Source: an optimization exercise on an open RTL-to-GDS flow (aim: small area, a short achievable clock period and few clock cycles). Production flows keep margins and buffers that such runs may drop. RTL that was checked went through simulation tests only; none was proved equivalent to the original. Power figures rest on the tool's default switching activity, not on a simulated workload.

## maple
==> flow/design.v (excerpt) <==
module cmd_rx_check (
    input  wire         clk,
    input  wire         rst,           
    input  wire         in_valid,
    output wire         in_ready,
    input  wire [63:0]  in_data,
    input  wire         in_last,
    input  wire [3:0]   in_nbytes,     
    output reg          out_valid,
    output wire [2:0]   out_kind,
    output wire [7:0]   out_status,
    output wire [127:0] out_hdr
);
clock: 11.0 ns
lec_check: 0
cap_margin: 20
core_margin: 2
core_utilization: 40
place_density: 0.6
slew_margin: 20
synth_hierarchical: 1
synth_minimum_keep_size: 0
standard.sh (not shown) runs the stock make flow with config.mk's settings and CLKGATE_MAP_FILE= SYNTH_SCRIPT=/design/flow/synth_recipe.tcl, a recipe that flattens the netlist after the stock synthesis.
==> flow/flow/run.sh <==
#!/bin/bash
set -euo pipefail
MARGIN=$(cat flow/margin.txt)
bash standard.sh synth > synth.log 2>&1
bash standard.sh SETUP_SLACK_MARGIN=$MARGIN \
    "BUFFER_PORTS_ARGS=-buffer_cell sky130_fd_sc_hd__buf_2" finish > layout.log 2>&1
==> flow/flow/margin.txt <==
7.5
In summary, maple completed successfully, with a layout that passed the timing, design-rule and antenna checks.
Testbench counts of maple, summed over its fixed seeds: cycles 87,214.
Input changes introduced in cedar (baseline for comparison: maple):
--- a/flow/design.v
+++ b/flow/design.v
@@ -198,53 +198,49 @@
         else
             out_valid <= v_last;
     end
     always @(posedge clk) begin
         v_kind <= kind;
         v_st1  <= st1;
         v_st0  <= st0;
         v_st3  <= st3;
     end
-    wire cap_lo   = r2_lo;
-    wire cap_hi   = r2_hi && r2_b1;
-    wire hold_cap = !r2_lo;                  
-    wire hold_lo  = !(r2_lo || reply_now);   
-    wire hold_adr = !r2_hi;                  
-    wire hold_par = !(r2_hi || pexp_now);    
-    reg [127:0] h_cap, h_hold, h_rep;
+    wire [63:0] beat_hi = r2_b1 ? r2_d : 64'd0;
+    reg [127:0] hdr_n;
+    reg [127:0] hdr_en;
     always @(*) begin
-        h_cap[63:0]    = {64{cap_lo}};
-        h_cap[127:64]  = {64{cap_hi}};
-        h_hold         = {128{hold_lo}};
-        h_hold[31:8]   = {24{hold_cap}};
-        h_hold[48]     = hold_cap;
-        h_hold[51:50]  = {2{hold_cap}};
-        h_hold[95:64]  = {32{hold_adr}};
-        h_hold[127:96] = {32{hold_par}};
-        h_rep          = 128'd0;
-        h_rep[1]       = reply_now;                
-        h_rep[54]      = reply_now;                
-        h_rep[56]      = reply_now && st0;         
-        h_rep[57]      = reply_now && st1;
-        h_rep[59]      = reply_now && st3;
-        h_rep[111:96]  = {16{pexp_now}} & expected;
+        hdr_n[7:0]     = r2_lo ? r2_d[7:0] : 8'h02;
+        hdr_n[47:32]   = r2_lo ? r2_d[47:32] : 16'd0;
+        hdr_n[49]      = r2_lo && r2_d[49];
+        hdr_n[55:52]   = r2_lo ? r2_d[55:52] : 4'b0100;
+        hdr_n[63:56]   = r2_lo ? r2_d[63:56] : {4'd0, st3, 1'b0, st1, st0};
+        hdr_en[7:0]    = {8{r2_lo || reply_now}};
+        hdr_en[47:32]  = {16{r2_lo || reply_now}};
+        hdr_en[49]     = r2_lo || reply_now;
+        hdr_en[55:52]  = {4{r2_lo || reply_now}};
+        hdr_en[63:56]  = {8{r2_lo || reply_now}};
+        hdr_n[31:8]    = r2_d[31:8];
+        hdr_n[48]      = r2_d[48];
+        hdr_n[51:50]   = r2_d[51:50];
+        hdr_en[31:8]   = {24{r2_lo}};
+        hdr_en[48]     = r2_lo;
+        hdr_en[51:50]  = {2{r2_lo}};
+        hdr_n[95:64]   = beat_hi[31:0];
+        hdr_en[95:64]  = {32{r2_hi}};
+        hdr_n[127:96]  = r2_hi ? beat_hi[63:32] : {16'd0, expected};
+        hdr_en[127:96] = {32{r2_hi || pexp_now}};
     end
     wire [127:0] hdr_d;
+    wire [127:0] hdr_hold = ~hdr_en;
     generate
         for (gi = 0; gi < 128; gi = gi + 1) begin : g_hdr
-            if (gi == 1 || gi == 54 || gi == 56 || gi == 57 || gi == 59 ||
-                (gi >= 96 && gi < 112)) begin : g_rep
-                a221o_g u (.a1(h_cap[gi]), .a2(r2_d[gi % 64]), .b1(h_hold[gi]),
-                           .b2(hdr[gi]), .c1(h_rep[gi]), .x(hdr_d[gi]));
-            end else begin : g_norep
-                a22o_g u (.a1(h_cap[gi]), .a2(r2_d[gi % 64]), .b1(h_hold[gi]),
-                          .b2(hdr[gi]), .x(hdr_d[gi]));
-            end
+            a22o_g u (.a1(hdr_en[gi]), .a2(hdr_n[gi]), .b1(hdr_hold[gi]), .b2(hdr[gi]),
+                      .x(hdr_d[gi]));
         end
     endgenerate
     always @(posedge clk)
         hdr <= hdr_d;
     wire accept = out_valid && (v_kind == K_ACCEPT);
     wire [15:0] seq_c;             
     assign seq_c[0] = 1'b1;
     generate
         for (gi = 1; gi < 16; gi = gi + 1) begin : g_seqc
@@ -1277,16 +1273,12 @@
 module x2 (input wire a, input wire b, output wire y);
     assign y = a ^ b;
 endmodule
 module nor2_g (input wire a, input wire b, output wire y);
     assign y = !(a || b);
 endmodule
 module nand4_g (input wire a, input wire b, input wire c, input wire d, output wire y);
     assign y = !(a && b && c && d);
 endmodule
-module a221o_g (input wire a1, input wire a2, input wire b1, input wire b2, input wire c1,
-                output wire x);
-    assign x = (a1 && a2) || (b1 && b2) || c1;
-endmodule
 module a22o_g (input wire a1, input wire a2, input wire b1, input wire b2, output wire x);
     assign x = (a1 && a2) || (b1 && b2);
 endmodule
==> comparison <==
No run among maple and cedar stopped early or left any final violation; all are clean.
Going from maple to cedar, number of signal-net buffers in the layout grew slightly.
Standby leakage power, cedar vs maple: up by a few percent
Summary of cedar over maple: relative contribution of sequential cells to total power decreased by 0.3 points relative to the old numbers; number of standard cells in the layout, taps in and fillers out increased by about 4% relative to the old numbers; post-layout worst setup margin decreased by 0.035 ns relative to the old numbers; clock power share decreased by 0.6 points relative to the old numbers; final critical-path required period increased by 0.035 ns relative to the old numbers.
Function not checked in cedar: the RTL went through the layout flow alone.

re-timing with driven ports:
No port has a modelled driver above. Below, the same layouts with a new extraction and two added sets of constraints.
Step 1 assumes that a clkbuf_16 drives the clock port and a buf_2 every other input.
Step 2 also shifts input and output timing later by t, the mid clock arrival at the registers, as if the neighbouring blocks saw the same clock.
Three values: ideal, step 1, step 2; two values: the first two.
run	t (ns)	slack for setup (ns)	pins driven straight from the clock port
maple	0.623	7.544 / 7.489 / 7.212	1
cedar	0.615	7.510 / 7.483 / 7.119	1
After both steps every run listed still meets setup and hold. For cedar, which loses most, drivers alone change the setup slack by -0.027 ns; drivers and shift together by -0.391 ns.
